This design comes from an exercise in tuning for small area, a short achievable clock period and few clock cycles on the open sky130 flow, not from production work. At most, simulation tests tie the RTL to the original design; equivalence was not proved. No activity file was given, so power comes from the tool's default toggle rates.

==> flow/design.v (excerpt) <==
module canopy_fec_tx (
    input  wire        clk,
    input  wire        rst,         
    input  wire        start,
    input  wire [30:0] seed,
    input  wire        in_valid,
    output wire        in_ready,
    input  wire [9:0]  in_sym,
    output reg         out_valid,
    input  wire        out_ready,
    output reg  [13:0] out_trits,
    output reg         out_first    
);
    function [159:0] rs_prod(input [9:0] f);
        reg [75:0] x;
        begin
            x[0] = f[0];
            x[1] = f[1];
            x[2] = f[2];
            x[3] = f[3];
            x[4] = f[4];
            x[5] = f[5];
            x[6] = f[6];
            x[7] = f[7];
            x[8] = f[8];
            x[9] = f[9];
            x[10] = x[3] ^ x[7];
            x[11] = x[5] ^ x[9];
            x[12] = x[2] ^ x[6];
            x[13] = x[4] ^ x[8];
            x[14] = x[0] ^ x[1];
            x[15] = x[9] ^ x[10];
            x[16] = x[1] ^ x[11];
            x[17] = x[8] ^ x[12];
            x[18] = x[13] ^ x[14];
            x[19] = x[0] ^ x[13];
            x[20] = x[4] ^ x[12];
            x[21] = x[3] ^ x[5];
            x[22] = x[4] ^ x[6];
            x[23] = x[3] ^ x[11];
            x[24] = x[5] ^ x[7];
            x[25] = x[5] ^ x[10];
            x[26] = x[2] ^ x[4];
            x[27] = x[7] ^ x[14];
            x[28] = x[10] ^ x[11];
            x[29] = x[2] ^ x[13];
            x[30] = x[12] ^ x[13];
            x[31] = x[6] ^ x[18];
            x[32] = x[6] ^ x[8];
            x[33] = x[0] ^ x[20];
            x[34] = x[11] ^ x[27];
            x[35] = x[2] ^ x[8];
            x[36] = x[1] ^ x[17];
            x[37] = x[1] ^ x[20];
            x[38] = x[2] ^ x[19];
            x[39] = x[7] ^ x[16];
            x[40] = x[10] ^ x[16];
            x[41] = x[3] ^ x[9];
            x[42] = x[7] ^ x[9];
            x[43] = x[0] ^ x[12];
            x[44] = x[0] ^ x[22];
            x[45] = x[12] ^ x[15];
            x[46] = x[0] ^ x[6];
            x[47] = x[10] ^ x[14];
            x[48] = x[14] ^ x[21];
            x[49] = x[1] ^ x[15];
            x[50] = x[1] ^ x[25];
            x[51] = x[3] ^ x[16];
            x[52] = x[14] ^ x[23];
            x[53] = x[0] ^ x[2];
            x[54] = x[0] ^ x[21];
            x[55] = x[0] ^ x[35];
            x[56] = x[1] ^ x[21];
  ...
==> flow/config.mk <==
export PLATFORM = sky130hd
export DESIGN_NAME = canopy_fec_tx
export DESIGN_NICKNAME = canopy_fec_tx
export VERILOG_FILES = /design/flow/design.v
export SDC_FILE = /design/flow/constraint.sdc
export NUM_CORES = 4
export LEC_CHECK = 0
export ABC_CLOCK_PERIOD_IN_PS = 4000
export CAP_MARGIN = 20
export CORE_MARGIN = 2
export CORE_UTILIZATION = 55
export CTS_BUF_LIST = sky130_fd_sc_hd__clkbuf_8
export CTS_CLUSTER_DIAMETER = 50
export CTS_CLUSTER_SIZE = 14
export SLEW_MARGIN = 20
==> flow/constraint.sdc <==
create_clock -name core_clock -period 13.0 [get_ports {clk}]
set_input_delay 2.6000 -clock core_clock [delete_from_list [all_inputs] [get_ports {clk}]]
set_output_delay 2.6000 -clock core_clock [all_outputs]
set_load 0.01 [all_outputs]
standard.sh (not shown) runs the stock make flow with config.mk's settings and CLKGATE_MAP_FILE= SYNTH_SCRIPT=/design/flow/synth_recipe.tcl, a recipe that flattens the netlist after the stock synthesis.
==> flow/flow/run.sh <==
#!/bin/bash
# Own layout flow: the standard synthesis and layout, with
# - the timing repair asked to keep a setup margin, so that paths end up
#   well below the 13 ns clock period the layout is constrained and signed
#   off at;
# - the port buffers made of the smallest buffer (timing repair resizes the
#   ones on critical paths);
# - clock tree synthesis without dummy load cells.
set -euo pipefail
bash standard.sh synth > synth.log 2>&1
bash standard.sh finish SETUP_SLACK_MARGIN=9.3 \
    "BUFFER_PORTS_ARGS=-buffer_cell sky130_fd_sc_hd__buf_1" \
    "CTS_ARGS=-sink_clustering_enable -repair_clock_nets -buf_list sky130_fd_sc_hd__clkbuf_8 -sink_clustering_size 14 -sink_clustering_max_diameter 50 -dont_use_dummy_load" \
    > layout.log 2>&1
Testbench counts at the start, summed over its fixed seeds: cycles 52,368.
==> next run, changes <==
--- a/flow/design.v
+++ b/flow/design.v
@@ -608,63 +608,63 @@
     reg  [9:0] sym_q;           
     reg        v_q;
     reg  [9:0] ccnt;            
     reg        flush;           
     reg        sof;             
     reg  [3:0] cwi;             
     reg        fpend;           
     reg  [9:0] par [0:15];
     reg [30:0] scr;
     reg [19:0] gw;              
-    reg        emp, hi;
+    reg  [4:0] d;               
     reg  [3:0] ph;              
     reg [10:0] e_q;             
     reg        e_v, e_first;
     assign in_ready = in_ready_r;
     wire clr       = rst | start;
     wire acc       = in_valid & in_ready_r;    
-    wire room      = emp | ~hi;            
+    wire room      = (d <= 5'd9) | (d == 5'd31);
     wire hold      = v_q & ~room;
     wire push_d    = v_q & room;
     wire par_phase = (ccnt[9:4] == 6'b100001) & ~v_q;
     wire push_p    = par_phase & (flush | room);
     wire push_w    = push_d | (push_p & ~flush);
     wire wrap      = push_p & (ccnt[3:0] == 4'hf);
     wire [9:0]   fb     = v_q ? (sym_q ^ par[15]) : 10'd0;
     wire [9:0]   cw_sym = v_q ? sym_q : par[15];
     wire [159:0] prod   = rs_prod(fb);
     reg  [9:0] key;
     integer b;
     always @(*)
         for (b = 0; b < 10; b = b + 1)
             key[9-b] = scr[30-b] ^ scr[27-b];
     wire [9:0] s = cw_sym ^ key;
     wire [19:0] win = room ? {gw[9:0], s} : gw;
     wire [10:0] grp = win[ph +: 11];
-    wire        have = push_w ? ~emp : hi;   
+    wire        have = push_w ? (d != 5'd31) : ((d >= 5'd10) & (d != 5'd31));
     wire adv_out = ~out_valid | out_ready;
     wire adv_e   = ~e_v | adv_out;
     wire pop     = adv_e & have;
-    wire borrow  = (ph == 4'd0);
-    wire hi_next = pop ? (push_w & hi & ~borrow) : (push_w ? ~emp : hi);
-    wire emp_next = pop ? (borrow & ~(push_w & hi)) : (emp & ~push_w);
+    wire [4:0] d_pw   = d + (push_w ? 5'd10 : 5'd0);
+    wire [4:0] d_next = pop ? d_pw - 5'd11 : d_pw;
     wire [9:0] ccnt_b     = wrap ? 10'd0 : ccnt + {9'd0, push_p};
     wire [9:0] ccnt_b1    = ccnt_b + 10'd1;
     wire       lt0        = (ccnt_b < 10'd528);
     wire       lt1        = (ccnt_b < 10'd527);
     wire       last0      = (ccnt_b == 10'd543);
     wire       flush_next = flush & ~wrap;
-    wire       room_np    = push_w ? emp : room;    
+    wire       room_np    = (d_pw <= 5'd9) | (d_pw == 5'd31);
+    wire       room_p     = (d_pw <= 5'd20) | (d_pw == 5'd31);
     wire       r00 = (lt0 & (~hold | room_np)) | (last0 & (flush_next | room_np));
-    wire       r01 = lt0 | last0;                    
+    wire       r01 = (lt0 & (~hold | room_p))  | (last0 & (flush_next | room_p));
     wire       r10 = lt1 & room_np;
-    wire       r11 = lt1;
+    wire       r11 = lt1 & room_p;
     wire       ready_next = pop ? (acc ? r11 : r01) : (acc ? r10 : r00);
     always @(posedge clk) begin
         if (!hold)
             sym_q <= in_sym;
         if (push_d | push_p) begin
             par[0] <= prod[9:0];
             for (b = 1; b < 16; b = b + 1)
                 par[b] <= par[b-1] ^ prod[10*b +: 10];
         end
         if (push_w)
@@ -676,40 +676,38 @@
     end
     always @(posedge clk) begin
         if (clr) begin
             in_ready_r <= 1'b0;
             v_q        <= 1'b0;
             ccnt       <= 10'd528;
             flush      <= 1'b1;
             sof        <= 1'b1;
             cwi        <= 4'd0;
             fpend      <= 1'b0;
-            emp        <= 1'b1;
-            hi         <= 1'b0;
+            d          <= 5'd31;
             ph         <= 4'd9;
         end else begin
             in_ready_r <= ready_next;
             v_q        <= acc | hold;
             ccnt       <= acc ? ccnt_b1 : ccnt_b;
             flush      <= flush_next;
             if (push_d)
                 sof <= 1'b0;
             else if (wrap)
                 sof <= 1'b1;
             if (wrap & ~flush)
                 cwi <= (cwi == 4'd10) ? 4'd0 : cwi + 4'd1;
             if (push_d & sof & (cwi == 4'd0))
                 fpend <= 1'b1;
             else if (pop)
                 fpend <= 1'b0;
-            emp        <= emp_next;
-            hi         <= hi_next;
+            d          <= d_next;
             if (pop)
                 ph <= (ph == 4'd0) ? 4'd9 : ph - 4'd1;
         end
     end
     wire [13:0] trits = to_trits(e_q);
     always @(posedge clk) begin
         if (clr) begin
             e_v       <= 1'b0;
             out_valid <= 1'b0;
         end else begin
Power climbs by 26%. Combinational power rises to 3.9 times its value. Final cell count climbs by 0.95%. Hold slack improved by 11 ps. Clock skew climbs by 15 ps. Cell area is higher by 2.0%. Synthesized area is higher by about 3.7%. Register-to-register slack barely changes. Maximum frequency climbs by 1.3%. Worst setup slack is better by 48 ps.
The RTL of the second run of this note was laid out without a check of its function.

## separate check: timing with driven ports
In the flow no input, the clock included, has a driving cell. The finished layouts below were timed again as built, in two steps.
Step 1 (the two cells are an assumption about what drives the block):
set clk [get_ports {clk}]
set_driving_cell -lib_cell sky130_fd_sc_hd__clkbuf_16 $clk
set_driving_cell -lib_cell sky130_fd_sc_hd__buf_2 [delete_from_list [all_inputs] $clk]
Step 2 times the ports against the registers' clock, not the clock port: input delays grow and output delays shrink by t, the midpoint of the rising clock arrivals with the driver on.
Three values: no drivers, after step 1, after step 2; two values: the first two.
run	shift t [ns]	setup WS [ns]	worst setup path at the end	clock arrival spread, ns
the first run	0.561	9.323 / 9.277 / 8.919	input to register	0.065 / 0.065
the second run	0.555	9.371 / 9.327 / 8.866	input to register	0.081 / 0.081
After both steps every run listed still meets setup and hold. For the second run, which loses most, drivers alone change the setup slack by -0.044 ns; drivers and shift together by -0.505 ns.
